This design comes from an exercise in tuning for small area, a short achievable clock period and few clock cycles per item on the open sky130 flow, not from production work. RTL that was checked went through simulation tests only; none was proved equivalent to the original. Function not checked in run 2: the RTL went through the layout flow alone. No activity file was given, so power comes from the tool's default toggle rates.

==> flow/flow/run.sh <==
#!/bin/bash
# Standard synthesis, then the standard layout with a larger setup margin for
# ORFS's timing repair (the clock period and constraints are unchanged).
set -euo pipefail
bash standard.sh synth > synth.log 2>&1
sed 's/SETUP_SLACK_MARGIN=[0-9.]*/SETUP_SLACK_MARGIN=16.5/' standard.sh > layout.sh
bash layout.sh > layout.log 2>&1
==> flow/standard.sh <==
#!/bin/bash
# synth_recipe.tcl (not shown) runs the flow's synth.tcl, then flattens the netlist and writes it again
# the make line also repeats each setting of config.mk as NAME=value (left out here)
make -C /OpenROAD-flow-scripts/flow DESIGN_CONFIG=/design/flow/config.mk WORK_HOME=/design/flow/orfs CLKGATE_MAP_FILE= SYNTH_SCRIPT=/design/flow/synth_recipe.tcl "${@:-finish}"
==> flow/constraint.sdc <==
create_clock -name core_clock -period 22.0 [get_ports {clk}]
set_input_delay 4.4000 -clock core_clock [delete_from_list [all_inputs] [get_ports {clk}]]
set_output_delay 4.4000 -clock core_clock [all_outputs]
set_load 0.01 [all_outputs]
==> flow/config.mk <==
export PLATFORM = sky130hd
export DESIGN_NAME = slot_merge_unit
export DESIGN_NICKNAME = slot_merge_unit
export VERILOG_FILES = /design/flow/design.v
export SDC_FILE = /design/flow/constraint.sdc
export NUM_CORES = 8
export LEC_CHECK = 0
export CAP_MARGIN = 20
export CORE_MARGIN = 2
export CORE_UTILIZATION = 40
export PLACE_DENSITY = 0.6
export SETUP_SLACK_MARGIN = 2.0
export SLEW_MARGIN = 20
==> flow/design.v <==
module merge_alu (
    input  wire [63:0] a,         
    input  wire [63:0] b,         
    input  wire [1:0]  lane,      
    input  wire        cin,       
    output wire [63:0] s,         
    output wire [7:0]  cend,      
    output wire [7:0]  vend       
);
    wire [63:0] p = a ^ b;
    wire [63:0] g = a & b;
    wire [63:0] gl [0:3];
    wire [63:0] pl [0:3];
    assign gl[0] = g;
    assign pl[0] = p;
    genvar l, j, k;
    generate
        for (l = 0; l < 3; l = l + 1) begin : lvl
            for (j = 0; j < 64; j = j + 1) begin : bt
                if (((j % 8) >> l) & 1) begin : cmb
                    localparam integer q = (j & ~((1 << l) - 1)) - 1;
                    assign gl[l+1][j] = gl[l][j] | (pl[l][j] & gl[l][q]);
                    assign pl[l+1][j] = pl[l][j] & pl[l][q];
                end else begin : pas
                    assign gl[l+1][j] = gl[l][j];
                    assign pl[l+1][j] = pl[l][j];
                end
            end
        end
    endgenerate
    reg [7:0] bst;
    always @* begin
        case (lane)
            2'd0: bst = 8'b1111_1111;
            2'd1: bst = 8'b0101_0101;
            2'd2: bst = 8'b0001_0001;
            default: bst = 8'b0000_0001;
        endcase
    end
    wire [7:0] bg0, bp0;
    generate
        for (k = 0; k < 8; k = k + 1) begin : bsig
            assign bg0[k] = gl[3][8*k+7] | (bst[k] & cin & pl[3][8*k+7]);
            assign bp0[k] = pl[3][8*k+7] & !bst[k];
        end
    endgenerate
    wire [7:0] bg [0:3];
    wire [7:0] bp [0:3];
    assign bg[0] = bg0;
    assign bp[0] = bp0;
    generate
        for (l = 0; l < 3; l = l + 1) begin : blvl
            for (k = 0; k < 8; k = k + 1) begin : bb
                if ((k >> l) & 1) begin : cmb
                    localparam integer q = (k & ~((1 << l) - 1)) - 1;
                    assign bg[l+1][k] = bg[l][k] | (bp[l][k] & bg[l][q]);
                    assign bp[l+1][k] = bp[l][k] & bp[l][q];
                end else begin : pas
                    assign bg[l+1][k] = bg[l][k];
                    assign bp[l+1][k] = bp[l][k];
                end
            end
        end
    endgenerate
    wire [7:0] bco = bg[3];
    wire [63:0] ci;
    generate
        for (k = 0; k < 8; k = k + 1) begin : cin_b
            wire cb;
            if (k == 0) begin : b0
                assign cb = cin;
            end else begin : bk
                assign cb = bst[k] ? cin : bco[k-1];
            end
            assign ci[8*k] = cb;
            for (j = 1; j < 8; j = j + 1) begin : cbit
                assign ci[8*k+j] = gl[3][8*k+j-1] | (pl[3][8*k+j-1] & cb);
            end
            assign cend[k] = bco[k];
            assign vend[k] = bco[k] ^ ci[8*k+7];
        end
    endgenerate
    assign s = p ^ ci;
endmodule
module slot_merge_unit (
    input  wire        clk,
    input  wire        rst,
    input  wire        in_valid,
    output wire        in_ready,
    input  wire        in_first,
    input  wire        in_last,
    input  wire [63:0] in_v,
    input  wire        in_t,
    input  wire        in_f,
    input  wire [1:0]  in_lane,
    input  wire [2:0]  in_action,
    input  wire [3:0]  in_op,
    input  wire [5:0]  in_ofs,
    input  wire [5:0]  in_width_m1,
    input  wire        in_bad,
    input  wire        in_bad_policy,
    input  wire [63:0] in_x,
    output reg         out_valid,
    input  wire        out_ready,
    output reg  [63:0] out_v,
    output reg         out_t,
    output reg         out_f,
    output reg         out_collide,
    output reg         out_invalid,
    output reg         out_saturated,
    output reg  [3:0]  out_skipped
);
    localparam ACT_WRITE = 3'd2, ACT_MERGE = 3'd3;
    wire in_mg  = (in_action == ACT_MERGE);
    wire in_sub = in_mg && ((in_op == 4'h2) || (in_op == 4'h3) || (in_op == 4'h4) || (in_op == 4'h5));
    wire in_cnt = in_mg && (in_op == 4'hA);
    wire [63:0] in_xc = in_cnt ? {63'd0, in_x[0]} : in_x;
    wire [63:0] in_y  = (in_xc << {in_ofs[5:3], 3'b000}) ^ {64{in_sub}};
    reg        rdy_q;
    reg        s1v;
    reg [63:0] sy;
    reg [5:0]  sofs, swm1;
    reg [3:0]  sop;
    reg        swr, smg, ssub, sbad, sbp, sfirst, slast;
    reg [63:0] v0;
    reg        t0, f0;
    reg [1:0]  lane;
    assign in_ready = rdy_q;
    wire take = in_valid && rdy_q;
    always @(posedge clk) begin
        sy     <= in_y;
        sofs   <= in_ofs;
        swm1   <= in_width_m1;
        sop    <= in_op;
        swr    <= (in_action == ACT_WRITE);
        smg    <= in_mg;
        ssub   <= in_sub;
        sbad   <= in_bad;
        sbp    <= in_bad_policy;
        sfirst <= in_first;
        slast  <= in_last;
        if (take && in_first) begin
            v0   <= in_v;
            t0   <= in_t;
            f0   <= in_f;
            lane <= in_lane;
        end
    end
    reg [63:0] acc;
    reg        any_wr_q, wbad_q, bpi_q, done_q, sat_q;
    reg [3:0]  skip_q;
    reg        acc_done;
    wire op_or   = (sop == 4'h0);
    wire op_and  = (sop == 4'h1);
    wire op_min  = (sop == 4'h2) || (sop == 4'h3);
    wire op_max  = (sop == 4'h4) || (sop == 4'h5);
    wire op_sgn  = (sop == 4'h3) || (sop == 4'h5);
    wire op_fst  = (sop == 4'h6);
    wire op_bset = (sop == 4'h7);
    wire op_sumu = (sop == 4'h8) || (sop == 4'hA);
    wire op_sums = (sop == 4'h9);
    wire op_xor  = (sop == 4'hB);
    wire op_lane = op_min || op_max || op_sumu || op_sums;
    reg [5:0] lm1;
    always @* begin
        case (lane)
            2'd0: lm1 = 6'd7;
            2'd1: lm1 = 6'd15;
            2'd2: lm1 = 6'd31;
            default: lm1 = 6'd63;
        endcase
    end
    wire [63:0] s;
    wire [7:0]  cend, vend;
    merge_alu u_alu (
        .a(v0), .b(sy), .lane(lane), .cin(ssub), .s(s), .cend(cend), .vend(vend)
    );
    reg [7:0] ge, ovf, aneg, sdif;
    reg [7:0] sel_s, sel_x, sel_v, sel_c, sel_1;
    integer g, i;
    always @* begin
        for (g = 0; g < 8; g = g + 1) begin
            case (lane)
                2'd0: begin ge[g] = cend[g];     ovf[g] = vend[g];     aneg[g] = v0[8*g+7];
                            sdif[g] = v0[8*g+7] ^ !sy[8*g+7]; end
                2'd1: begin ge[g] = cend[g|1];   ovf[g] = vend[g|1];   aneg[g] = v0[8*(g|1)+7];
                            sdif[g] = v0[8*(g|1)+7] ^ !sy[8*(g|1)+7]; end
                2'd2: begin ge[g] = cend[g|3];   ovf[g] = vend[g|3];   aneg[g] = v0[8*(g|3)+7];
                            sdif[g] = v0[8*(g|3)+7] ^ !sy[8*(g|3)+7]; end
                default: begin ge[g] = cend[7];  ovf[g] = vend[7];     aneg[g] = v0[63];
                            sdif[g] = v0[63] ^ !sy[63]; end
            endcase
            if (op_sgn && sdif[g])
                ge[g] = !aneg[g];
            sel_s[g] = (op_sumu && !ge[g]) || (op_sums && !ovf[g]);
            sel_x[g] = (op_min && ge[g]) || (op_max && !ge[g]);
            sel_v[g] = (op_min && !ge[g]) || (op_max && ge[g]);
            sel_1[g] = op_sumu && ge[g];
            sel_c[g] = op_sums && ovf[g];
        end
    end
    wire       mg_bset = smg && op_bset;
    wire [5:0] lo = mg_bset ? sy[5:0] : sofs;
    wire [5:0] hi = mg_bset ? sy[5:0] : (smg && op_lane) ? (sofs | lm1) : (sofs + swm1);
    wire [63:0] xs = sy << sofs[2:0];
    reg [63:0] fld, lmsb;
    always @* begin
        for (i = 0; i < 64; i = i + 1) begin
            fld[i] = (i >= lo) && (i <= hi);
            case (lane)
                2'd0: lmsb[i] = (i % 8  == 7);
                2'd1: lmsb[i] = (i % 16 == 15);
                2'd2: lmsb[i] = (i % 32 == 31);
                default: lmsb[i] = (i == 63);
            endcase
        end
    end
    wire bitw = swr || !op_lane;
    reg [3:0] tt;    
    always @* begin
        if (swr || op_fst) tt = 4'b1010;
        else if (op_or)    tt = 4'b1110;
        else if (op_and)   tt = 4'b1000;
        else if (op_xor)   tt = 4'b0110;
        else               tt = 4'b1111;    
    end
    reg [63:0] f;
    always @* begin
        for (i = 0; i < 64; i = i + 1) begin
            if (bitw)
                f[i] = tt[{v0[i], xs[i]}];
            else
                f[i] = (sel_s[i/8] && s[i]) || (sel_x[i/8] && !sy[i]) || (sel_v[i/8] && v0[i]) ||
                       sel_1[i/8] || (sel_c[i/8] && !(lmsb[i] ^ aneg[i/8]));
        end
    end
    wire [2:0] tgt   = sofs[5:3] | lm1[5:3];
    wire       sat_t = (op_sumu && cend[tgt]) || (op_sums && vend[tgt]);
    wire bpi_cur  = !sfirst && bpi_q;
    wire contrib  = !(op_fst && t0) && !(op_bset && sy[7]);
    wire apply    = smg && !sbad && contrib;
    wire en       = s1v && ((swr && !t0) || (apply && !bpi_cur));
    wire zero_b   = s1v && swr && !t0 && (sfirst || !any_wr_q);
    wire v0_b     = s1v && !zero_b && (sfirst || (smg && sbad && sbp));
    wire acc_b    = !zero_b && !v0_b;
    wire [63:0] base = ({64{v0_b}} & v0) | ({64{acc_b}} & acc);
    wire [63:0] fm   = fld & {64{en}};
    wire [63:0] acc_n = (fm & f) | (~fm & base);
    wire        any_wr_n = s1v ? ((!sfirst && any_wr_q) || swr) : any_wr_q;
    wire        wbad_n   = s1v ? ((!sfirst && wbad_q) || (swr && sbad)) : wbad_q;
    wire        bpi_n    = s1v ? (bpi_cur || (smg && sbad && sbp)) : bpi_q;
    wire        done_n   = s1v ? ((!sfirst && done_q) || apply) : done_q;
    wire        sat_n    = s1v ? ((!sfirst && sat_q) || (apply && sat_t)) : sat_q;
    wire [3:0]  skip_n   = s1v ? ((sfirst ? 4'd0 : skip_q) + {3'd0, smg && sbad}) : skip_q;
    wire out_free = !out_valid || out_ready;
    wire fin      = s1v && slast;
    wire load     = out_free && (acc_done || fin);
    wire acc_done_n = (acc_done || fin) && !out_free;
    wire out_valid_n = load || (out_valid && !out_ready);
    wire s1v_n    = take;
    always @(posedge clk) begin
        acc      <= acc_n;
        any_wr_q <= any_wr_n;
        wbad_q   <= wbad_n;
        bpi_q    <= bpi_n;
        done_q   <= done_n;
        sat_q    <= sat_n;
        skip_q   <= skip_n;
        if (load) begin
            out_v         <= acc_n;
            out_t         <= t0 || any_wr_n || bpi_n || done_n;
            out_f         <= any_wr_n ? (t0 ? f0 : !wbad_n) : (f0 && !bpi_n);
            out_collide   <= any_wr_n && t0;
            out_invalid   <= (any_wr_n && !t0 && wbad_n) || bpi_n;
            out_saturated <= sat_n && !bpi_n;
            out_skipped   <= bpi_n ? 4'd0 : skip_n;
        end
        if (rst) begin
            s1v       <= 1'b0;
            acc_done  <= 1'b0;
            out_valid <= 1'b0;
            rdy_q     <= 1'b1;
        end else begin
            s1v       <= s1v_n;
            acc_done  <= acc_done_n;
            out_valid <= out_valid_n;
            rdy_q     <= !acc_done_n && !(s1v_n && in_last && out_valid_n);
        end
    end
endmodule
==> results of run 1 <==
-- power by group through the flow --
stage,combinational [uW],sequential [uW],clock [uW]
final,623,713,595
after global routing,663,717,630
after CTS,607,710,609
after detailed placement,602,723,0
after global placement,596,722,0
after floorplan,402,694,0
-- cell type report --
cell class	instances	area, sq um	share of cell area [%]
inverters	63	236	0.819
repair buffers	315	2690	9.31
multi-input cells	2025	16300	56.4
well taps	773	967	3.35
clock inverters	10	111	0.386
clock buffers	56	1050	3.63
flip-flops and latches	305	7530	26.1
diodes	1	2.50	0.00866
-- kinds of logic (layout without fill, tap and decap cells) --
group / after synthesis / in the layout
DFF: 305 / 305
xor gates and xnor gates: 119 / 119
AOI/OAI and AO/OA: 744 / 744
other: 0 / 1
buffers and inverters: 220 / 444
adders and majority gates: 86 / 86
muxes: 325 / 325
and+or+nand+nor: 746 / 751
-- metal layers --
metal | vias to the layer above | GRT usage (%) | wire [um]
li1 | 10300 | - | -
met1 | 11700 | 47.4 | 46000
met2 | 1364 | 53.4 | 49500
met3 | 247 | 6.96 | 10300
met4 | 8 | 16.6 | 5780
met5 | - | 0 | 75
-- timing repair --
item,in CTS,in global routing
buffers inserted,20,7
resized for setup,344,27
cloned,5,1
pin swaps,11,8
setup endpoints to repair,314,158
-- placed cells by master, fill, tap and decap left out, types with 14 or more instances in the layout --
cell             netlist  routed
nand2_1              303     292
a21oi_1              192     186
mux2i_1              181     175
dfxtp_1              164     160
nor2_1               170     157
clkdlybuf4s50_1        0     146
edfxtp_1             141     141
mux4_2               126     126
o21ai_0              101      91
xnor2_1               86      86
ha_1                  77      77
buf_2                  7      74
buf_4                  1      70
inv_1                 60      60
nor3_1                60      57
a211oi_1              63      55
a31oi_1               43      42
clkbuf_16              0      38
xor2_1                33      33
nor2b_1               32      29
nand3_1               29      28
a41oi_1               28      28
nand2b_1              28      27
a21o_1                24      24
a221oi_1              24      24
o211ai_1              23      23
and2_1                21      21
a2bb2oi_1             19      19
o21a_1                19      18
and3_1                18      17
a22oi_2                0      17
nand4_1               16      16
or3_1                 16      16
mux2_2                16      16
o21ai_1                9      16
clkbuf_1             128      14
-- final timing paths --
path,from,end,slack (ps)
worst max-delay path,out_v[45],out_v[45],16470
worst min-delay path,done_q,done_q,460
worst max register to register,sy[19],out_v[32],16600
worst min register to register,done_q,done_q,460
-- worst reg2reg max path, delay by kind of cell, from the launching register on --
family	cells	cell delay (ps)
AO/OA/AOI/OAI	9	3840
flip-flops	1	720
adder cells (fa/ha/maj)	1	430
AND/OR/NAND/NOR	1	130
-- registers in the layout, summed over array words and instances, names as in the netlist, 2 cells and up --
signal and flops:
lane 2, out_v 64, sop 4, sofs 6, swm1 6, out_skipped 4
acc 64, skip_q 4, sy 64, v0 64
-- stage by stage --
step                      worst slack, ps  cells
after detailed placement            15170   3448
after CTS                           16430   3539
after global routing                16430   3547
final                               16470   3548
after floorplan                     15950   2545
after global placement              15230   3448
==> impl_metrics.ini, run 1 <==
[power_and_ir_drop]
clockPowerShare_pct = 30.8
pwr_density_cell_mw_per_mm2 = 66.9
swShare_pct = 35.4
p_leak_uw = 0.0109
seqPwrFrac_pct = 36.9
net-switching-power_uw = 683
irDropWorstVdd_mv = 0.0510
comb_power_share_pct = 32.3
total_power_uw = 1930
intPower_uw = 1250

[die]
die_w_um = 249
core_area_sq_mm = 0.0592
io_pins = 234
die-area_sq_mm = 0.0622
die_y_um = 249
start_util_pct = 40.7
rows = 89

[worst_setup_path]
slowest_delay_ps = 430
crit_path_top_delay_cell = edfxtp_1
critical_path_cell_count = 1
crit_path_cell_trace = buf_6
crit_type = reg -> out
crit_required_ps = 17600
worstSetupStartpointType = register
worstPathArrival_ps = 1130
reg2reg_depth = 11
critPathMaxFanout = 1
timing.critical_path.buf_inv = 1
critPathTopFamily = flip-flops
cp-end-kind = output pin

[synthesis]
synth_top_family_by_area = compound AO/OA/AOI/OAI gates
synth_area_leader_cell = edfxtp_1
synthArstFlopShare_pct = 0
avgSynthCellArea_sq_um = 9.47
synth_edf_count = 141
synth_top_area_share_pct = 17.6
synthTopCellsByCount = nand2_1 (303), a21oi_1 (192), mux2i_1 (181)
ys_ff_latch = 305
synthMuxAreaShare_pct = 20.2
yosysMostFrequentCell = nand2_1
synth_compound_area_share_pct = 21.7
yosysWarnings = 2
synth_flop_cell = dfxtp_1
synthXorXnorAreaFrac_pct = 4.33
synth_simple_gate_area_share_pct = 14.4
synth_cells = 2545
ys_types = 106
synth.net_count = 2790
yosysSeqAreaShare_pct = 31.2
synth_fa_ha_area_share_pct = 4.75
synth_area_sq_mm = 0.0241
netlist_top_cells_area = edfxtp_1 (18%), dfxtp_1 (14%), mux4_2 (12%)

[layout]
area_growth_syn_to_layout_pct = 19.9
drive_above_1_share_pct = 18.0
stdcell_area_sq_mm = 0.0289
filler_cell_count = 5576
num-nets-final = 2991
final_util_pct = 48.7

[worst_hold_path]
hp-class = reg -> reg
holdPathStages = 1

[timing]
setup_violations = 0
worstMarginPinSlew_ps = 1150
fin_crit_sh_pct = 25.1
layout_min_cycle_time_ps = 5530
slew_violations = 0
rsz0062_at_grt = yes
slew_headroom_pct = 22.9
fmax_mhz = 181
worst_clock_skew_ps = 23.3
finalHoldViolCount = 0
setup_tns_ps = 0
fin_hold_ws_ps = 461

[route]
ant_nets = 0
routed_wl_mm = 112
routed_via_density = 6.63
drt_iter0_drc = 2742
drcViolationCount = 0
firstDrtPassIters = 7
vias = 23500
avgRoutedWirePerCell_um = 31.5

[global_routing]
grt_start_max_net_pins = 84
antenna_found_initial = 8
first_global_vias = 22400
grt_usage_pct = 34.9
grt_pass1_wl_mm = 160
grt_overflow_total = 0

[place]
dp_hpwl_mm = 80.8
placed_cell_area_sq_mm = 0.0276
gp_congestion = 0.998
io_buffers = 233

[clocking]
numCtsBuffers = 36
clk_path_buf_depth = 3
cts_max_level = 2
insertion_delay_ps = 570
clk_pin_slew_ps = 50
cts_tree = built
cts_sinks = 305
root_buffer = clkbuf_16
holdBufCountCts = 0

[status]
status = finished clean

[run]
max-cap-violations = 0
Testbench counts, summed over its fixed seeds: cycles 50,915, slots 12,000.
==> run 2: changes to the inputs <==
--- a/flow/design.v
+++ b/flow/design.v
@@ -7,80 +7,50 @@
     output wire [7:0]  cend,      
     output wire [7:0]  vend       
 );
-    wire [63:0] p = a ^ b;
-    wire [63:0] g = a & b;
-    wire [63:0] gl [0:3];
-    wire [63:0] pl [0:3];
-    assign gl[0] = g;
-    assign pl[0] = p;
-    genvar l, j, k;
+    reg [63:0] start;
+    integer i;
+    always @* begin
+        for (i = 0; i < 64; i = i + 1) begin
+            case (lane)
+                2'd0: start[i] = (i % 8  == 0);
+                2'd1: start[i] = (i % 16 == 0);
+                2'd2: start[i] = (i % 32 == 0);
+                default: start[i] = (i == 0);
+            endcase
+        end
+    end
+    wire [63:0] p  = a ^ b;
+    wire [63:0] g  = a & b;
+    wire [63:0] g0 = g | (p & start & {64{cin}});
+    wire [63:0] p0 = p & ~start;
+    wire [63:0] gk [0:6];
+    wire [63:0] pk [0:6];
+    assign gk[0] = g0;
+    assign pk[0] = p0;
+    genvar l, j;
     generate
-        for (l = 0; l < 3; l = l + 1) begin : lvl
+        for (l = 0; l < 6; l = l + 1) begin : lvl
             for (j = 0; j < 64; j = j + 1) begin : bt
-                if (((j % 8) >> l) & 1) begin : cmb
-                    localparam integer q = (j & ~((1 << l) - 1)) - 1;
-                    assign gl[l+1][j] = gl[l][j] | (pl[l][j] & gl[l][q]);
-                    assign pl[l+1][j] = pl[l][j] & pl[l][q];
+                if (j >= (1 << l)) begin : cmb
+                    assign gk[l+1][j] = gk[l][j] | (pk[l][j] & gk[l][j - (1 << l)]);
+                    assign pk[l+1][j] = pk[l][j] & pk[l][j - (1 << l)];
                 end else begin : pas
-                    assign gl[l+1][j] = gl[l][j];
-                    assign pl[l+1][j] = pl[l][j];
+                    assign gk[l+1][j] = gk[l][j];
+                    assign pk[l+1][j] = pk[l][j];
                 end
             end
         end
     endgenerate
-    reg [7:0] bst;
-    always @* begin
-        case (lane)
-            2'd0: bst = 8'b1111_1111;
-            2'd1: bst = 8'b0101_0101;
-            2'd2: bst = 8'b0001_0001;
-            default: bst = 8'b0000_0001;
-        endcase
-    end
-    wire [7:0] bg0, bp0;
+    wire [63:0] co = gk[6];
+    wire [63:0] ci = ({co[62:0], 1'b0} & ~start) | (start & {64{cin}});
+    assign s = p ^ ci;
+    genvar k;
     generate
-        for (k = 0; k < 8; k = k + 1) begin : bsig
-            assign bg0[k] = gl[3][8*k+7] | (bst[k] & cin & pl[3][8*k+7]);
-            assign bp0[k] = pl[3][8*k+7] & !bst[k];
+        for (k = 0; k < 8; k = k + 1) begin : byt
+            assign cend[k] = co[8*k+7];
+            assign vend[k] = co[8*k+7] ^ ci[8*k+7];
         end
     endgenerate
-    wire [7:0] bg [0:3];
-    wire [7:0] bp [0:3];
-    assign bg[0] = bg0;
-    assign bp[0] = bp0;
-    generate
-        for (l = 0; l < 3; l = l + 1) begin : blvl
-            for (k = 0; k < 8; k = k + 1) begin : bb
-                if ((k >> l) & 1) begin : cmb
-                    localparam integer q = (k & ~((1 << l) - 1)) - 1;
-                    assign bg[l+1][k] = bg[l][k] | (bp[l][k] & bg[l][q]);
-                    assign bp[l+1][k] = bp[l][k] & bp[l][q];
-                end else begin : pas
-                    assign bg[l+1][k] = bg[l][k];
-                    assign bp[l+1][k] = bp[l][k];
-                end
-            end
-        end
-    endgenerate
-    wire [7:0] bco = bg[3];
-    wire [63:0] ci;
-    generate
-        for (k = 0; k < 8; k = k + 1) begin : cin_b
-            wire cb;
-            if (k == 0) begin : b0
-                assign cb = cin;
-            end else begin : bk
-                assign cb = bst[k] ? cin : bco[k-1];
-            end
-            assign ci[8*k] = cb;
-            for (j = 1; j < 8; j = j + 1) begin : cbit
-                assign ci[8*k+j] = gl[3][8*k+j-1] | (pl[3][8*k+j-1] & cb);
-            end
-            assign cend[k] = bco[k];
-            assign vend[k] = bco[k] ^ ci[8*k+7];
-        end
-    endgenerate
-    assign s = p ^ ci;
 endmodule
 module slot_merge_unit (
     input  wire        clk,
==> impl_metrics.ini, run 2 <==
[status]
status = finished clean

[worst_setup_path]
critPathTopFamily = flip-flops
r2r-start = ssub
worstPathArrival_ps = 1190
worstSetupStartpointType = register
critical_path_cell_count = 1
crit_required_ps = 17600
ff2ff_setup_slack_ps = 16550
crit_type = reg -> out
reg2reg_depth = 15
reg2reg_to = out_v[21]
cp-end-kind = output pin
crit_path_top_delay_cell = edfxtp_1
timing.critical_path.buf_inv = 1
critPathMaxFanout = 1
worstSetupStartpoint = out_v[59]
crit_path_cell_trace = buf_6
slowest_delay_ps = 450

[worst_hold_path]
holdPathStages = 1
hp-class = reg -> reg
whs_endpoint = done_q
min-delay-start = done_q

[timing]
slew_headroom_pct = 12.7
fin_crit_sh_pct = 25.4
finalHoldViolCount = 0
slew_violations = 0
rsz0062_at_grt = yes
setup_tns_ps = 0
fmax_mhz = 179
worstMarginPinSlew_ps = 1300
worst_clock_skew_ps = 25.5
layout_min_cycle_time_ps = 5590
setup_violations = 0

[layout]
multi_input_area_sq_mm = 0.0166
drive_above_1_share_pct = 16.9
seqCellArea_sq_mm = 0.00753
area_growth_syn_to_layout_pct = 19.4
filler_cell_count = 5667
num-nets-final = 3071
final_cell_mix = nand2_1 (317), a21oi_1 (213), mux2i_1 (185)
final_util_pct = 48.4
stdcell_area_sq_mm = 0.0292
layout_commonest_cell = nand2_1

[die]
die_y_um = 251
die-area_sq_mm = 0.0632
io_pins = 234
start_util_pct = 40.5
core_area_sq_mm = 0.0604
die_w_um = 251
rows = 90

[global_routing]
first_global_vias = 22900
grt_usage_pct = 33.3
grt_pass1_wl_mm = 156
grt_start_max_net_pins = 85
antenna_found_initial = 1
grt_overflow_total = 0

[synthesis]
synth.net_count = 2893
synth_cells = 2656
yosysSeqAreaShare_pct = 30.7
netlist_top_cells_area = edfxtp_1 (17%), dfxtp_1 (13%), mux4_2 (11%)
ys_ff_latch = 305
synth_flop_cell = dfxtp_1
synth_area_leader_cell = edfxtp_1
avgSynthCellArea_sq_um = 9.21
synthTopCellsByCount = nand2_1 (318), a21oi_1 (214), mux2i_1 (192)
synth_area_sq_mm = 0.0245
synth_edf_count = 141
yosysMostFrequentCell = nand2_1
synthArstFlopShare_pct = 0
ys_types = 105
synth_top_area_share_pct = 17.3
yosysWarnings = 2

[route]
routed_wl_mm = 107
drcViolationCount = 0
drt_iter0_drc = 2228
vias = 23600
routed_via_density = 6.49
avgRoutedWirePerCell_um = 29.4
firstDrtPassIters = 7
ant_nets = 0

[power_and_ir_drop]
p_leak_uw = 0.0111
clockPowerShare_pct = 32.1
pwr_density_cell_mw_per_mm2 = 67.5
comb_power_share_pct = 31.4
seqPwrFrac_pct = 36.5
intPower_uw = 1290
swShare_pct = 34.8
irDropWorstVdd_mv = 0.0381
net-switching-power_uw = 686

[place]
gp_congestion = 0.981
dp_hpwl_mm = 81.0
io_buffers = 233
placed_cell_area_sq_mm = 0.0277

[clocking]
clk_path_buf_depth = 3
cts_max_level = 2
clk_pin_slew_ps = 70
root_buffer = clkbuf_16
numCtsBuffers = 36
insertion_delay_ps = 580
holdBufCountCts = 0
cts_tree = built
cts_sinks = 305

[run]
max-cap-violations = 0
-- run 2: cell count changes after synthesis, sizes merged, moves of 15 or more --
cell   before  now
nand3      29   45
nor2b      32   48
buf        28   44
nand2     303  318
o21ai     111  158
a21oi     196  219
-- run 2: cells by family after synthesis --
family / synth area share, %
fa+ha+maj: 4.08
xor+xnor: 5.05
flops: 30.7
buf+inv: 3.53
mux: 20.0
compound gates: 21.2
simple gates: 15.4
-- run 2: routing by layer --
metal / vias up / global-route usage, % / wire length (um)
li1: 10500 / - / -
met1: 11600 / 42.5 / 42600
met2: 1289 / 53.3 / 48700
met3: 280 / 6.79 / 9490
met4: 0 / 17.1 / 6490
met5: - / 0 / 0
-- run 2: area by class of cell --
cell class | instances | area share (%)
clock buffer | 53 | 3.80
timing repair buffer | 302 | 9.07
sequential | 305 | 25.8
tap | 782 | 3.35
clock inverter | 13 | 0.531
antenna | 1 | 0.00857
inverter | 55 | 0.707
multi-input combinational | 2134 | 56.8
-- run 2: repair_timing --
item / CTS / global route
endpoints found under the hold margin: 0 / 0
endpoints found under the setup margin: 337 / 257
resized for setup: 354 / 27
pin swaps: 13 / 8
gates cloned: 3 / 0
buffers inserted: 19 / 7
-- run 2: through the flow --
step	std cells	hold slack [ps]	worst slack, ps	total power, uW
6_report	3645	460	16410	1970
3_3_place_gp	3549	437	15360	1320
5_1_grt	3644	471	16400	2050
4_1_cts	3637	461	16410	1970
3_5_place_dp	3549	446	15310	1330
2_1_floorplan	2656	416	15950	1110
-- run 2: power by group through the flow --
stage	Clock, uW	Combinational [uW]	Sequential (uW)
6_report	634	619	719
5_1_grt	665	663	721
4_1_cts	646	605	715
3_5_place_dp	0	599	727
3_3_place_gp	0	594	727
2_1_floorplan	0	418	693
-- run 2: worst max path at each step --
stage	to	slack, ps
after global placement	sy[62]	15360
after detailed placement	sy[62]	15310
after CTS	out_v[62]	16410
after global routing	out_v[62]	16400
final	out_v[59]	16410
after floorplan	out_collide	15950
==> run 3: changes to the inputs <==
--- a/flow/design.v
+++ b/flow/design.v
@@ -7,50 +7,80 @@
     output wire [7:0]  cend,      
     output wire [7:0]  vend       
 );
-    reg [63:0] start;
-    integer i;
-    always @* begin
-        for (i = 0; i < 64; i = i + 1) begin
-            case (lane)
-                2'd0: start[i] = (i % 8  == 0);
-                2'd1: start[i] = (i % 16 == 0);
-                2'd2: start[i] = (i % 32 == 0);
-                default: start[i] = (i == 0);
-            endcase
-        end
-    end
-    wire [63:0] p  = a ^ b;
-    wire [63:0] g  = a & b;
-    wire [63:0] g0 = g | (p & start & {64{cin}});
-    wire [63:0] p0 = p & ~start;
-    wire [63:0] gk [0:6];
-    wire [63:0] pk [0:6];
-    assign gk[0] = g0;
-    assign pk[0] = p0;
-    genvar l, j;
-    generate
-        for (l = 0; l < 6; l = l + 1) begin : lvl
+    wire [63:0] p = a ^ b;
+    wire [63:0] g = a & b;
+    wire [63:0] gl [0:3];
+    wire [63:0] pl [0:3];
+    assign gl[0] = g;
+    assign pl[0] = p;
+    genvar l, j, k;
+    generate
+        for (l = 0; l < 3; l = l + 1) begin : lvl
             for (j = 0; j < 64; j = j + 1) begin : bt
-                if (j >= (1 << l)) begin : cmb
-                    assign gk[l+1][j] = gk[l][j] | (pk[l][j] & gk[l][j - (1 << l)]);
-                    assign pk[l+1][j] = pk[l][j] & pk[l][j - (1 << l)];
+                if (((j % 8) >> l) & 1) begin : cmb
+                    localparam integer q = (j & ~((1 << l) - 1)) - 1;
+                    assign gl[l+1][j] = gl[l][j] | (pl[l][j] & gl[l][q]);
+                    assign pl[l+1][j] = pl[l][j] & pl[l][q];
                 end else begin : pas
-                    assign gk[l+1][j] = gk[l][j];
-                    assign pk[l+1][j] = pk[l][j];
+                    assign gl[l+1][j] = gl[l][j];
+                    assign pl[l+1][j] = pl[l][j];
                 end
             end
         end
     endgenerate
-    wire [63:0] co = gk[6];
-    wire [63:0] ci = ({co[62:0], 1'b0} & ~start) | (start & {64{cin}});
+    reg [7:0] bst;
+    always @* begin
+        case (lane)
+            2'd0: bst = 8'b1111_1111;
+            2'd1: bst = 8'b0101_0101;
+            2'd2: bst = 8'b0001_0001;
+            default: bst = 8'b0000_0001;
+        endcase
+    end
+    wire [7:0] bg0, bp0;
+    generate
+        for (k = 0; k < 8; k = k + 1) begin : bsig
+            assign bg0[k] = gl[3][8*k+7] | (bst[k] & cin & pl[3][8*k+7]);
+            assign bp0[k] = pl[3][8*k+7] & !bst[k];
+        end
+    endgenerate
+    wire [7:0] bg [0:3];
+    wire [7:0] bp [0:3];
+    assign bg[0] = bg0;
+    assign bp[0] = bp0;
+    generate
+        for (l = 0; l < 3; l = l + 1) begin : blvl
+            for (k = 0; k < 8; k = k + 1) begin : bb
+                if ((k >> l) & 1) begin : cmb
+                    localparam integer q = (k & ~((1 << l) - 1)) - 1;
+                    assign bg[l+1][k] = bg[l][k] | (bp[l][k] & bg[l][q]);
+                    assign bp[l+1][k] = bp[l][k] & bp[l][q];
+                end else begin : pas
+                    assign bg[l+1][k] = bg[l][k];
+                    assign bp[l+1][k] = bp[l][k];
+                end
+            end
+        end
+    endgenerate
+    wire [7:0] bco = bg[3];
+    wire [63:0] ci;
+    generate
+        for (k = 0; k < 8; k = k + 1) begin : cin_b
+            wire cb;
+            if (k == 0) begin : b0
+                assign cb = cin;
+            end else begin : bk
+                assign cb = bst[k] ? cin : bco[k-1];
+            end
+            assign ci[8*k] = cb;
+            for (j = 1; j < 8; j = j + 1) begin : cbit
+                assign ci[8*k+j] = gl[3][8*k+j-1] | (pl[3][8*k+j-1] & cb);
+            end
+            assign cend[k] = bco[k];
+            assign vend[k] = bco[k] ^ ci[8*k+7];
+        end
+    endgenerate
     assign s = p ^ ci;
-    genvar k;
-    generate
-        for (k = 0; k < 8; k = k + 1) begin : byt
-            assign cend[k] = co[8*k+7];
-            assign vend[k] = co[8*k+7] ^ ci[8*k+7];
-        end
-    endgenerate
 endmodule
 module slot_merge_unit (
     input  wire        clk,
@@ -145,30 +175,18 @@
     merge_alu u_alu (
         .a(v0), .b(sy), .lane(lane), .cin(ssub), .s(s), .cend(cend), .vend(vend)
     );
-    reg [7:0] ge, ovf, aneg, sdif;
-    reg [7:0] sel_s, sel_x, sel_v, sel_c, sel_1;
-    integer g, i;
-    always @* begin
-        for (g = 0; g < 8; g = g + 1) begin
-            case (lane)
-                2'd0: begin ge[g] = cend[g];     ovf[g] = vend[g];     aneg[g] = v0[8*g+7];
-                            sdif[g] = v0[8*g+7] ^ !sy[8*g+7]; end
-                2'd1: begin ge[g] = cend[g|1];   ovf[g] = vend[g|1];   aneg[g] = v0[8*(g|1)+7];
-                            sdif[g] = v0[8*(g|1)+7] ^ !sy[8*(g|1)+7]; end
-                2'd2: begin ge[g] = cend[g|3];   ovf[g] = vend[g|3];   aneg[g] = v0[8*(g|3)+7];
-                            sdif[g] = v0[8*(g|3)+7] ^ !sy[8*(g|3)+7]; end
-                default: begin ge[g] = cend[7];  ovf[g] = vend[7];     aneg[g] = v0[63];
-                            sdif[g] = v0[63] ^ !sy[63]; end
-            endcase
-            if (op_sgn && sdif[g])
-                ge[g] = !aneg[g];
-            sel_s[g] = (op_sumu && !ge[g]) || (op_sums && !ovf[g]);
-            sel_x[g] = (op_min && ge[g]) || (op_max && !ge[g]);
-            sel_v[g] = (op_min && !ge[g]) || (op_max && ge[g]);
-            sel_1[g] = op_sumu && ge[g];
-            sel_c[g] = op_sums && ovf[g];
-        end
-    end
+    wire [2:0] tgt  = sofs[5:3] | lm1[5:3];
+    wire       c_t  = cend[tgt];
+    wire       v_t  = vend[tgt];
+    wire       an_t = v0[{tgt, 3'd7}];
+    wire       sd_t = an_t ^ !sy[{tgt, 3'd7}];
+    wire       ge   = (op_sgn && sd_t) ? !an_t : c_t;
+    wire       sel_s = (op_sumu && !ge) || (op_sums && !v_t);
+    wire       sel_x = (op_min && ge) || (op_max && !ge);
+    wire       sel_v = (op_min && !ge) || (op_max && ge);
+    wire       sel_1 = op_sumu && ge;
+    wire       sel_c = op_sums && v_t;
+    integer i;
     wire       mg_bset = smg && op_bset;
     wire [5:0] lo = mg_bset ? sy[5:0] : sofs;
     wire [5:0] hi = mg_bset ? sy[5:0] : (smg && op_lane) ? (sofs | lm1) : (sofs + swm1);
@@ -185,27 +203,23 @@
             endcase
         end
     end
-    wire bitw = swr || !op_lane;
     reg [3:0] tt;    
     always @* begin
         if (swr || op_fst) tt = 4'b1010;
         else if (op_or)    tt = 4'b1110;
         else if (op_and)   tt = 4'b1000;
         else if (op_xor)   tt = 4'b0110;
-        else               tt = 4'b1111;    
-    end
+        else if (op_bset)  tt = 4'b1111;
+        else               tt = {sel_v, sel_v || sel_x, 1'b0, sel_x};
+    end
+    wire sum_op = !swr && (op_sumu || op_sums);
     reg [63:0] f;
     always @* begin
-        for (i = 0; i < 64; i = i + 1) begin
-            if (bitw)
-                f[i] = tt[{v0[i], xs[i]}];
-            else
-                f[i] = (sel_s[i/8] && s[i]) || (sel_x[i/8] && !sy[i]) || (sel_v[i/8] && v0[i]) ||
-                       sel_1[i/8] || (sel_c[i/8] && !(lmsb[i] ^ aneg[i/8]));
-        end
-    end
-    wire [2:0] tgt   = sofs[5:3] | lm1[5:3];
-    wire       sat_t = (op_sumu && cend[tgt]) || (op_sums && vend[tgt]);
+        for (i = 0; i < 64; i = i + 1)
+            f[i] = tt[{v0[i], xs[i]}] ||
+                   (sum_op && ((sel_s && s[i]) || sel_1 || (sel_c && !(lmsb[i] ^ an_t))));
+    end
+    wire       sat_t = (op_sumu && c_t) || (op_sums && v_t);
     wire bpi_cur  = !sfirst && bpi_q;
     wire contrib  = !(op_fst && t0) && !(op_bset && sy[7]);
     wire apply    = smg && !sbad && contrib;
==> flow/flow/run.sh (replaced) <==
#!/bin/bash
set -euo pipefail
bash standard.sh synth > synth.log 2>&1
sed "s/SETUP_SLACK_MARGIN=[0-9.]*/SETUP_SLACK_MARGIN=17.0 'BUFFER_PORTS_ARGS=-buffer_cell sky130_fd_sc_hd__buf_1' 'CTS_ARGS=-sink_clustering_enable -repair_clock_nets -dont_use_dummy_load'/" standard.sh > layout.sh
bash layout.sh > layout.log 2>&1
==> impl_metrics.ini, run 3 <==
[layout]
num-nets-final = 2835
stdcell_count = 3298
seqCellArea_sq_mm = 0.00753
area_growth_syn_to_layout_pct = 24.6
layout_commonest_cell = a21oi_1
multi_input_area_sq_mm = 0.0150
diodes = 0
drive_above_1_share_pct = 24.2
final_cell_mix = a21oi_1 (175), nand2_1 (172), dfxtp_1 (157)
filler_cell_count = 5006

[die]
die_w_um = 239
start_util_pct = 40.3
rows = 86
core_area_sq_mm = 0.0548
die_y_um = 239
die-area_sq_mm = 0.0571
io_pins = 234

[worst_setup_path]
crit_required_ps = 22440
worstSetupStartpointType = input port
crit_top_cell = buf_6
cp-end-kind = register
crit_path_top_delay_cell = and3b_2
crit_path_cell_trace = buf_1 > and3b_2 > and4_4 > buf_6 > buf_6 > buf_16 > buf_6 > o31ai_4 > a22oi_2 > xnor2_1
crit_type = in -> reg
critPathMaxFanout = 6
slowest_delay_ps = 250
timing.critical_path.buf_inv = 5
critPathTopFamily = buffers and inverters
worstPathArrival_ps = 5950

[place]
io_buffers = 233
dp_cells = 3154
dp_hpwl_mm = 74.1
gp_congestion = 0.999

[worst_hold_path]
hp-class = reg -> reg

[clocking]
clk_pin_slew_ps = 60
insertion_delay_ps = 560
root_buffer = clkbuf_16
clk_path_buf_depth = 3
cts_sinks = 305
cts_tree = built
cts_max_level = 2
holdBufCountCts = 0
numCtsBuffers = 37

[synthesis]
synth_cells = 2327
yosysSeqAreaShare_pct = 34.1
synth_top_area_share_pct = 19.2
yosysWarnings = 2
synth.net_count = 2566
synthTopCellsByCount = nand2_1 (203), a21oi_1 (181), nor2_1 (166)
ys_types = 84
synthArstFlopShare_pct = 0
synth_flop_cell = dfxtp_1
synth_area_leader_cell = edfxtp_1
ys_ff_latch = 305
yosysMostFrequentCell = nand2_1
avgSynthCellArea_sq_um = 9.48
synth_area_sq_mm = 0.0221
synth_edf_count = 141
netlist_top_cells_area = edfxtp_1 (19%), dfxtp_1 (15%), mux4_2 (9.2%)

[route]
drt_iter0_drc = 2702
ant_nets = 0
avgRoutedWirePerCell_um = 31.8
firstDrtPassIters = 6
vias = 22000
drcViolationCount = 0
routed_wl_mm = 105
routed_via_density = 6.66

[timing]
layout_min_cycle_time_ps = 5510
finalHoldViolCount = 0
slew_violations = 0
slew_headroom_pct = 28.9
fmax_mhz = 181
rsz0062_at_grt = yes
worstMarginPinSlew_ps = 1060
worst_clock_skew_ps = 30.6
fin_crit_sh_pct = 25.1
setup_tns_ps = 0
setup_violations = 0

[global_routing]
antenna_found_initial = 7
grt_start_max_net_pins = 61
grt_usage_pct = 35.4
first_global_vias = 20400
grt_overflow_total = 0
grt_pass1_wl_mm = 146

[run]
max-cap-violations = 0

[power_and_ir_drop]
irDropWorstVdd_mv = 0.0411
pwr_density_cell_mw_per_mm2 = 66.9
p_leak_uw = 0.0106

[status]
status = finished clean
[run 3: through the flow]
stage / setup WS [ps] / total power (uW) / hold WS (ps) / area [sq um] / util [%]
floorplan: 15950 / 1060 / 410 / 22800 / -
global placement: 15360 / 1240 / 422 / 23900 / 43.7
detailed placement: 15290 / 1240 / 432 / 23900 / 43.7
CTS: 16490 / 1810 / 444 / 26700 / 48.7
global route: 16450 / 1910 / 460 / 27500 / 50.2
finish: 16490 / 1840 / 439 / 27500 / 50.2
[run 3: power by group]
group	switching [uW]	leakage, uW	internal (uW)
clock	232	0.000456	295
combinational	354	0.00743	244
sequential	56.7	0.00269	658
[run 3: final timing paths]
check          startpoint         to  cells past startpoint  slack (ps)
max reg2reg        v0[37]  out_v[35]                     14       17050
min reg2reg         sat_q      sat_q                      2         440
min                 sat_q      sat_q                      2         440
max          in_action[1]     sy[61]                     10       16490
[run 3: final cells by class]
cell class | instances | area share, %
Timing Repair Buffer | 378 | 10.4
Inverter | 68 | 0.928
Clock buffer | 37 | 3.37
Sequential cell | 305 | 27.4
Multi-Input combinational cell | 1806 | 54.7
Tap cell | 704 | 3.20
[run 3: cell families after synthesis]
logic type | after synthesis | synth area share (%)
AO/OA/AOI/OAI | 704 | 21.1
XOR/XNOR | 124 | 4.92
adder cells (fa/ha/maj) | 80 | 4.84
buffers and inverters | 220 | 3.87
flip-flops | 305 | 34.1
multiplexers | 277 | 18.0
AND/OR/NAND/NOR | 617 | 13.1
[run 3: what timing repair did]
action	4_1_cts	5_1_grt
pin swaps	66	52
endpoints found under the hold margin	0	0
buffers inserted	59	24
setup endpoints to repair	379	336
cloned	20	4
gates resized for setup	184	163
[run 3: worst min-delay path: stages (launching register included)]
cell	delay (ps)
dfxtp_1	300
nand2_1	60
nand2_1	50
[run 3: metal layers]
layer  wire, um  GRT usage, %  share of wire [%]  vias up
met2      44900          52.3                 43     1436
met1      42600          49.1                 41    10800
met3      11800          8.76                 11      280
met5         57             0              0.054        -
met4       5400          15.7                5.2        8
li1           -             -                  -     9417
Testbench counts of run 3, summed over its fixed seeds: cycles 50,915, slots 12,000.
==> run 4: changes to the inputs <==
--- a/flow/config.mk
+++ b/flow/config.mk
@@ -7,7 +7,7 @@
 export LEC_CHECK = 0
 export CAP_MARGIN = 20
 export CORE_MARGIN = 2
-export CORE_UTILIZATION = 40
-export PLACE_DENSITY = 0.6
+export CORE_UTILIZATION = 50
+export PLACE_DENSITY = 0.7
 export SETUP_SLACK_MARGIN = 2.0
 export SLEW_MARGIN = 20
==> impl_metrics.ini, run 4 <==
[synthesis]
yosysMostFrequentCell = nand2_1
synth_cells = 2327
synth.net_count = 2566
synth_flop_cell = dfxtp_1
synth_fa_ha_area_share_pct = 4.84
synth_area_leader_cell = edfxtp_1
avgSynthCellArea_sq_um = 9.48
synth_area_sq_mm = 0.0221
ys_types = 84
synthTopCellsByCount = nand2_1 (203), a21oi_1 (181), nor2_1 (166)
synthXorXnorAreaFrac_pct = 4.92
synthArstFlopShare_pct = 0
synthMuxAreaShare_pct = 18.0
synth_top_area_share_pct = 19.2
ys_ff_latch = 305
synth_top_family_by_area = compound AO/OA/AOI/OAI gates
yosysSeqAreaShare_pct = 34.1
synth_compound_area_share_pct = 21.1
synth_edf_count = 141
netlist_top_cells_area = edfxtp_1 (19%), dfxtp_1 (15%), mux4_2 (9.2%)
synth_simple_gate_area_share_pct = 13.1
yosysWarnings = 2

[run]
max-cap-violations = 0

[worst_setup_path]
crit_required_ps = 17600
timing.critical_path.buf_inv = 1
slowest_delay_ps = 500
crit_type = reg -> out
worstPathArrival_ps = 1280
crit_path_top_delay_cell = edfxtp_1
cp-end-kind = output pin
critPathMaxFanout = 1
ff2ff_setup_slack_ps = 16990
worstSetupStartpointType = register
critPathTopFamily = flip-flops
crit_path_cell_trace = buf_1

[die]
die-area_sq_mm = 0.0458
die_y_um = 214
rows = 76
start_util_pct = 50.9
core_area_sq_mm = 0.0434
die_w_um = 214
io_pins = 234

[global_routing]
first_global_vias = 21300
grt_pass1_wl_mm = 148
grt_overflow_total = 0
grt_usage_pct = 43.8
antenna_found_initial = 1
grt_start_max_net_pins = 58

[clocking]
clk_pin_slew_ps = 60
insertion_delay_ps = 570
root_buffer = clkbuf_16
holdBufCountCts = 0
numCtsBuffers = 35
cts_sinks = 305
cts_tree = built
clk_path_buf_depth = 3
cts_max_level = 2

[route]
vias = 22700
drcViolationCount = 0
firstDrtPassIters = 7
ant_nets = 0
drt_iter0_drc = 2848
routed_via_density = 7.12
avgRoutedWirePerCell_um = 33.2
routed_wl_mm = 106

[timing]
rsz0062_at_grt = yes
slew_violations = 0
setup_violations = 0
fmax_mhz = 176
fin_crit_sh_pct = 25.8
setup_tns_ps = 0
worst_clock_skew_ps = 63.3
slew_headroom_pct = 20.8
worstMarginPinSlew_ps = 1180
finalHoldViolCount = 0
layout_min_cycle_time_ps = 5680

[power_and_ir_drop]
pwr_density_cell_mw_per_mm2 = 66.5
p_leak_uw = 0.0106
swShare_pct = 35.3
comb_power_share_pct = 32.9
clockPowerShare_pct = 27.7
seqPwrFrac_pct = 39.4
net-switching-power_uw = 644
intPower_uw = 1180
irDropWorstVdd_mv = 0.0642

[layout]
filler_cell_count = 3547
final_cell_mix = nand2_1 (185), a21oi_1 (174), buf_1 (158)
multi_input_area_sq_mm = 0.0150
area_growth_syn_to_layout_pct = 24.3
layout_commonest_cell = nand2_1
stdcell_area_sq_mm = 0.0274
drive_above_1_share_pct = 23.7
seqCellArea_sq_mm = 0.00753
num-nets-final = 2838

[place]
dp_hpwl_mm = 70.2
io_buffers = 233
gp_congestion = 1.03
placed_cell_area_sq_mm = 0.0238

[status]
status = finished clean

[worst_hold_path]
hp-class = reg -> reg
==> run 4: cell counts after synthesis <==
Identical to the previous run, type by type.
==> run 4: cells by family after synthesis <==
kind of cell / Yosys count
AO/OA/AOI/OAI: 704
XOR/XNOR: 124
adder cells (fa/ha/maj): 80
buffers and inverters: 220
flip-flops: 305
multiplexers: 277
AND/OR/NAND/NOR: 617
==> run 4: final timing paths <==
| kind | endpoint | depth (start not counted) | startpoint |
|---|---|---|---|
| worst max register to register | out_v[15] | 14 | sy[52] |
| worst min-delay path | done_q | 1 | done_q |
| worst max-delay path | out_v[47] | 1 | out_v[47] |
| worst min register to register | done_q | 1 | done_q |
==> run 4: power by group through the flow <==
stage / sequential (uW) / combinational [uW] / clock, uW
6_report: 718 / 601 / 506
5_1_grt: 720 / 629 / 529
4_1_cts: 712 / 552 / 507
3_5_place_dp: 724 / 509 / 0
3_3_place_gp: 723 / 501 / 0
2_1_floorplan: 694 / 363 / 0
==> run 4: what timing repair did <==
item                       CTS  global route
cloned                      24             3
resized for setup          171           168
setup endpoints to repair  396           311
setup buffers               62            23
pin swaps                   42            58
==> run 4: area by class of cell <==
| cell class | count | area share [%] |
|---|---|---|
| antenna | 2 | 0.0182 |
| clock buffer | 35 | 3.19 |
| inverter | 68 | 0.931 |
| multi-input combinational | 1810 | 54.7 |
| sequential | 305 | 27.5 |
| tap | 585 | 2.67 |
| timing repair buffer | 379 | 11.1 |
==> run 4: stage by stage <==
| stage | hold slack (ps) | total power (uW) | setup WS [ps] | utilization, % | instances |
|---|---|---|---|---|---|
| 2_1_floorplan | 410 | 1060 | 15950 | - | 2327 |
| 6_report | 457 | 1820 | 16320 | 63.3 | 3184 |
| 5_1_grt | 483 | 1880 | 16320 | 63.2 | 3182 |
| 3_3_place_gp | 422 | 1220 | 15280 | 54.8 | 3034 |
| 4_1_cts | 458 | 1770 | 16330 | 61.2 | 3155 |
| 3_5_place_dp | 446 | 1230 | 15220 | 54.8 | 3034 |
==> run 4: layer usage <==
metal,GRT usage (%),up-vias,routed length [um]
met4,22.9,2,7830
li1,-,9435,-
met1,58.3,10900,39400
met2,64.4,1875,43700
met3,13.2,426,14600
met5,0.313,-,11
==> run 5: changes to the inputs <==
==> flow/flow/run.sh (replaced) <==
#!/bin/bash
# Standard synthesis, then the standard layout with two changes: ORFS's timing
# repair aims for a larger setup margin, and the port buffers are buf_1.
# The clock period and all constraints are unchanged.
set -euo pipefail
bash standard.sh synth > synth.log 2>&1
sed "s/SETUP_SLACK_MARGIN=[0-9.]*/SETUP_SLACK_MARGIN=16.5 'BUFFER_PORTS_ARGS=-buffer_cell sky130_fd_sc_hd__buf_1'/" standard.sh > layout.sh
bash layout.sh > layout.log 2>&1
--- a/flow/config.mk
+++ b/flow/config.mk
@@ -7,7 +7,7 @@
 export LEC_CHECK = 0
 export CAP_MARGIN = 20
 export CORE_MARGIN = 2
-export CORE_UTILIZATION = 50
-export PLACE_DENSITY = 0.7
+export CORE_UTILIZATION = 40
+export PLACE_DENSITY = 0.6
 export SETUP_SLACK_MARGIN = 2.0
 export SLEW_MARGIN = 20
==> impl_metrics.ini, run 5 <==
[status]
status = finished clean

[worst_setup_path]
timing.critical_path.buf_inv = 1
crit_path_cell_trace = buf_6
ff2ff_setup_slack_ps = 16510
slowest_delay_ps = 420
critPathMaxFanout = 1
crit_type = reg -> out
critPathTopFamily = flip-flops
worstPathArrival_ps = 1140
cp-end-kind = output pin
worstSetupStartpointType = register
reg2reg_to = out_v[40]
r2r-start = sy[2]
crit_required_ps = 17600
crit_path_top_delay_cell = edfxtp_1
reg2reg_depth = 13

[worst_hold_path]
hp-class = reg -> reg
min-delay-start = sat_q
whs_endpoint = sat_q
holdPathStages = 2

[clocking]
clk_pin_slew_ps = 60
root_buffer = clkbuf_16
numCtsBuffers = 36
cts_sinks = 305
insertion_delay_ps = 570
clk_path_buf_depth = 3
cts_max_level = 2
cts_tree = built

[die]
core_area_sq_mm = 0.0548
die-area_sq_mm = 0.0571
start_util_pct = 40.3
die_y_um = 239
rows = 86
die_w_um = 239
io_pins = 234

[synthesis]
yosysWarnings = 2
synthTopCellsByCount = nand2_1 (203), a21oi_1 (181), nor2_1 (166)
yosysMostFrequentCell = nand2_1
netlist_top_cells_area = edfxtp_1 (19%), dfxtp_1 (15%), mux4_2 (9.2%)
synth.net_count = 2566
ys_types = 84
synth_area_leader_cell = edfxtp_1
synth_cells = 2327
synth_area_sq_mm = 0.0221
synth_flop_cell = dfxtp_1
synth_top_area_share_pct = 19.2
synth_edf_count = 141
ys_ff_latch = 305
avgSynthCellArea_sq_um = 9.48
yosysSeqAreaShare_pct = 34.1
synthArstFlopShare_pct = 0

[layout]
multi_input_area_sq_mm = 0.0142
filler_cell_count = 5213
seqCellArea_sq_mm = 0.00753
drive_above_1_share_pct = 15.5
final_cell_mix = nand2_1 (202), buf_1 (202), a21oi_1 (180)
stdcell_count = 3231
area_growth_syn_to_layout_pct = 15.4
num-nets-final = 2740
diodes = 0

[power_and_ir_drop]
intPower_uw = 1220
p_leak_uw = 0.00957
pwr_density_cell_mw_per_mm2 = 72.9
comb_power_share_pct = 29.0
swShare_pct = 34.2
net-switching-power_uw = 635
irDropWorstVdd_mv = 0.0666
clockPowerShare_pct = 32.6
seqPwrFrac_pct = 38.5

[route]
drcViolationCount = 0
ant_nets = 0
avgRoutedWirePerCell_um = 29.8
routed_wl_mm = 96.2
routed_via_density = 6.47
vias = 20900
firstDrtPassIters = 5
drt_iter0_drc = 2331

[timing]
rsz0062_at_grt = yes
slew_headroom_pct = 21.9
layout_min_cycle_time_ps = 5540
worstMarginPinSlew_ps = 1160
fin_crit_sh_pct = 25.2
setup_tns_ps = 0
finalHoldViolCount = 0
setup_violations = 0
fmax_mhz = 181
slew_violations = 0
worst_clock_skew_ps = 33.5

[global_routing]
grt_overflow_total = 0
grt_usage_pct = 33.1
antenna_found_initial = 7
grt_pass1_wl_mm = 137
grt_start_max_net_pins = 85
first_global_vias = 19600

[place]
dp_cells = 3152
gp_congestion = 1.00
io_buffers = 233
dp_hpwl_mm = 72.3

[run]
max-cap-violations = 0
run 5: area by class of cell:
| class | instances | area share [%] |
|---|---|---|
| clock buffer | 44 | 3.82 |
| sequential | 305 | 29.6 |
| inverter | 68 | 1.00 |
| multi-input combinational | 1804 | 55.7 |
| clock inverter | 20 | 0.761 |
| timing repair buffer | 286 | 5.75 |
| tap | 704 | 3.46 |
run 5: per-stage QoR:
stage / total power [uW] / setup slack (ps) / hold slack, ps / area (sq um) / util (%)
2_1_floorplan: 1050 / 15950 / 410 / 22600 / -
3_3_place_gp: 1230 / 15410 / 424 / 23900 / 43.6
3_5_place_dp: 1240 / 15340 / 430 / 23900 / 43.6
4_1_cts: 1850 / 16430 / 451 / 25300 / 46.2
5_1_grt: 1930 / 16440 / 490 / 25500 / 46.5
6_report: 1860 / 16460 / 452 / 25500 / 46.5
run 5: metal layers:
metal  part of all wire, %  track usage [%]  vias to the layer above
met3                    11             8.76                      185
met5                 0.049                0                        -
met4                   4.0             12.6                        8
met1                    43             46.3                    10200
li1                      -                -                     9244
met2                    42             48.7                     1249
run 5: power groups by stage:
| stage | Sequential, uW | Combinational, uW | Clock [uW] |
|---|---|---|---|
| 2_1_floorplan | 694 | 360 | 0 |
| 3_3_place_gp | 722 | 509 | 0 |
| 3_5_place_dp | 723 | 513 | 0 |
| 4_1_cts | 711 | 520 | 615 |
| 5_1_grt | 717 | 574 | 636 |
| 6_report | 714 | 538 | 605 |
run 5: repair_timing:
action	in CTS	in global routing
endpoints found under the setup margin	267	154
setup buffers	9	3
gates cloned	2	0
endpoints found under the hold margin	0	0
hold buffers	0	0
pin swaps	2	4
resized for setup	33	44
run 5: worst max-delay path by stage:
stage / start / end / slack [ps] / cells past startpoint
2_1_floorplan: out_ready / out_collide / 15950 / 2
3_3_place_gp: in_ofs[3] / sy[55] / 15410 / 7
3_5_place_dp: in_ofs[3] / sy[48] / 15340 / 6
4_1_cts: sy[2] / out_v[43] / 16430 / 13
5_1_grt: out_v[24] / out_v[24] / 16440 / 1
6_report: out_v[28] / out_v[28] / 16460 / 1
run 5: cells by family (layout without fill, tap and decap cells):
group,Yosys count,in the layout,share of synthesized area (%)
adder cells (fa/ha/maj),80,80,4.84
buffers and inverters,220,418,3.87
XOR/XNOR,124,124,4.92
AND/OR/NAND/NOR,617,619,13.1
AO/OA/AOI/OAI,704,704,21.1
multiplexers,277,277,18.0
flip-flops,305,305,34.1
==> run 6: changes to the inputs <==
==> flow/flow/run.sh (replaced) <==
#!/bin/bash
# Standard synthesis, then the standard layout with three changes: ORFS's
# timing repair aims for a larger setup margin, the port buffers are buf_1,
# and clock tree synthesis inserts no dummy loads. The clock period and all
# constraints are unchanged.
set -euo pipefail
bash standard.sh synth > synth.log 2>&1
sed "s/SETUP_SLACK_MARGIN=[0-9.]*/SETUP_SLACK_MARGIN=16.5 'BUFFER_PORTS_ARGS=-buffer_cell sky130_fd_sc_hd__buf_1' 'CTS_ARGS=-sink_clustering_enable -repair_clock_nets -dont_use_dummy_load'/" standard.sh > layout.sh
bash layout.sh > layout.log 2>&1
--- a/flow/config.mk
+++ b/flow/config.mk
@@ -7,7 +7,7 @@
 export LEC_CHECK = 0
 export CAP_MARGIN = 20
 export CORE_MARGIN = 2
-export CORE_UTILIZATION = 40
-export PLACE_DENSITY = 0.6
+export CORE_UTILIZATION = 60
+export PLACE_DENSITY = 0.75
 export SETUP_SLACK_MARGIN = 2.0
 export SLEW_MARGIN = 20
==> impl_metrics.ini, run 6 <==
[route]
vias = 21900
routed_via_density = 7.40
drt_iter0_drc = 3142
drcViolationCount = 0
routed_wl_mm = 92.0
avgRoutedWirePerCell_um = 31.0
firstDrtPassIters = 8
ant_nets = 0

[layout]
stdcell_area_sq_mm = 0.0249
filler_cell_count = 2782
layout_commonest_cell = buf_1
area_growth_syn_to_layout_pct = 12.8
drive_above_1_share_pct = 14.4
num-nets-final = 2733
stdcell_count = 2964
final_cell_mix = buf_1 (221), nand2_1 (202), a21oi_1 (179)

[synthesis]
synth_cells = 2327
synth_fa_ha_area_share_pct = 4.84
synth_area_sq_mm = 0.0221
yosysWarnings = 2
ys_ff_latch = 305
synthXorXnorAreaFrac_pct = 4.92
synth_compound_area_share_pct = 21.1
synth_simple_gate_area_share_pct = 13.1
synth_top_family_by_area = compound AO/OA/AOI/OAI gates
netlist_top_cells_area = edfxtp_1 (19%), dfxtp_1 (15%), mux4_2 (9.2%)
synthMuxAreaShare_pct = 18.0
yosysMostFrequentCell = nand2_1
synthArstFlopShare_pct = 0
synthTopCellsByCount = nand2_1 (203), a21oi_1 (181), nor2_1 (166)
synth_area_leader_cell = edfxtp_1
yosysSeqAreaShare_pct = 34.1
synth_edf_count = 141
synth_flop_cell = dfxtp_1
avgSynthCellArea_sq_um = 9.48
synth.net_count = 2566
synth_top_area_share_pct = 19.2
ys_types = 84

[timing]
finalHoldViolCount = 0
setup_violations = 0
layout_min_cycle_time_ps = 5610
rsz0062_at_grt = yes
slew_headroom_pct = 20.6
fin_crit_sh_pct = 25.5
worst_clock_skew_ps = 46.3
setup_tns_ps = 0
setup_ws_ps = 16390
slew_violations = 0
worstMarginPinSlew_ps = 1190
fmax_mhz = 178

[die]
die_y_um = 196
start_util_pct = 60.6
io_pins = 234
die_w_um = 196
core_area_sq_mm = 0.0364
die-area_sq_mm = 0.0383
rows = 70

[clocking]
cts_max_level = 2
clk_pin_slew_ps = 50
clk_path_buf_depth = 3
numCtsBuffers = 35
cts_sinks = 305
root_buffer = clkbuf_16
cts_tree = built
insertion_delay_ps = 570

[worst_setup_path]
cp-end-kind = register
crit_path_cell_trace = ha_1 > a21oi_1 > o21ai_0 > a2111oi_1 > buf_4 > a21o_1 > a311o_1 > a32oi_2 > mux2i_2 > a211o_1 > a211oi_4 > buf_8 > o21ai_0 > a41oi_1
slowest_delay_ps = 590
worstPathArrival_ps = 5870
crit_type = reg -> reg
critPathMaxFanout = 58
reg2reg_to = out_v[15]
worstSetupStartpointType = register
crit_path_top_delay_cell = dfxtp_1
reg2reg_depth = 14
crit_required_ps = 22260
crit_top_cell = o21ai_0
ff2ff_setup_slack_ps = 16390
r2r-start = sy[17]

[place]
dp_hpwl_mm = 66.1
place_ws_ps = 15350
dp_cells = 2913
io_buffers = 233
gp_congestion = 1.07
placed_cell_area_sq_mm = 0.0236

[worst_hold_path]
whs_endpoint = done_q
hp-class = reg -> reg
holdPathStages = 1
min-delay-start = done_q

[power_and_ir_drop]
p_leak_uw = 0.00936
pwr_density_cell_mw_per_mm2 = 70.9
total_power_uw = 1760
irDropWorstVdd_mv = 0.0722

[global_routing]
antenna_found_initial = 2
first_global_vias = 20500
grt_overflow_total = 0
grt_start_max_net_pins = 85
grt_pass1_wl_mm = 132
grt_usage_pct = 46.7

[run]
max-cap-violations = 0

[status]
status = finished clean
## run 6: cell counts after synthesis
No cell type changed its count.
## run 6: how the worst max path moves through the flow
stage	endpoint	slack, ps	depth (start not counted)	startpoint
after floorplan	out_collide	15950	2	out_ready
after global placement	sy[48]	15450	7	in_ofs[3]
after detailed placement	sy[48]	15350	7	in_ofs[3]
after CTS	out_v[22]	16470	1	out_v[22]
after global routing	sy[33]	16430	7	in_ofs[5]
final	out_v[15]	16390	14	sy[17]
## run 6: report_power, final
group          switching [uW]  internal, uW
Combinational             329           213
Sequential               59.8           658
Clock                     225           279
## run 6: cells by family after synthesis
logic type	after synthesis
compound gates	704
simple gates	617
flops	305
mux	277
buf+inv	220
xor+xnor	124
fa+ha+maj	80
## run 6: final cells by class
type	instances	area (sq um)	share of cell area (%)
diodes	4	10.0	0.0402
repair buffers	280	1360	5.46
flip-flops and latches	305	7530	30.2
clock buffers	35	876	3.52
inverters	68	255	1.03
multi-input cells	1804	14300	57.4
well taps	468	586	2.35
## run 6: what timing repair did
item | in CTS | in global routing
gates resized for setup | 28 | 40
pin swaps | 3 | 4
cloned | 2 | 1
hold buffers | 0 | 0
endpoints found under the setup margin | 243 | 109
buffers inserted | 6 | 3
## run 6: critical path, delay by kind of cell, from the launching register on
kind            cells  cell delay (ps)
compound gates     10             3460
fa+ha+maj           1              370
buf+inv             2              650
flops               1              590
mux                 1              210
## run 6: layer usage
layer	GRT usage, %	wire [um]	vias up
li1	-	-	9208
met1	60.9	33800	10400
met2	66.7	37400	1882
met3	16.6	13800	447
met4	28.1	6950	2
met5	0	18	-
## run 6: stage by stage
stage	hold WS, ps	utilization [%]
5_1_grt	495	68.3
6_report	451	68.3
4_1_cts	453	67.6
3_3_place_gp	419	64.6
2_1_floorplan	410	-
3_5_place_dp	437	64.6

-- what the ideal ports hide --
The flow's constraints put no driver on any port. The routed layouts listed below were extracted and timed again, unchanged, in two steps. Step 1 assumes that a clkbuf_16 drives the clock port and a buf_2 every other input. Step 2 moves the port delays by t, midway between the first and last clock arrival at a register: inputs arrive t later, outputs are due t later. That takes back most of the time a late clock gives input paths. Slacks: ideal ports / drivers / drivers and shift; pairs: ideal ports / drivers.
run	t, ns	setup WS [ns]	hold WS [ns]
run 1	0.619	16.468 / 16.411 / 15.931	0.461 / 0.461 / 0.461
run 2	0.631	16.413 / 16.352 / 15.946	0.460 / 0.460 / 0.460
run 3	0.609	16.489 / 16.434 / 15.920	0.439 / 0.439 / 0.439
run 4	0.597	16.316 / 16.260 / 15.827	0.457 / 0.457 / 0.457
run 5	0.612	16.461 / 16.402 / 16.000	0.452 / 0.452 / 0.452
run 6	0.605	16.387 / 16.387 / 15.927	0.451 / 0.451 / 0.451
After both steps every run listed still meets setup and hold. The setup slack of run 3, which loses most, moves by -0.055 ns with the drivers and by -0.569 ns with both steps.
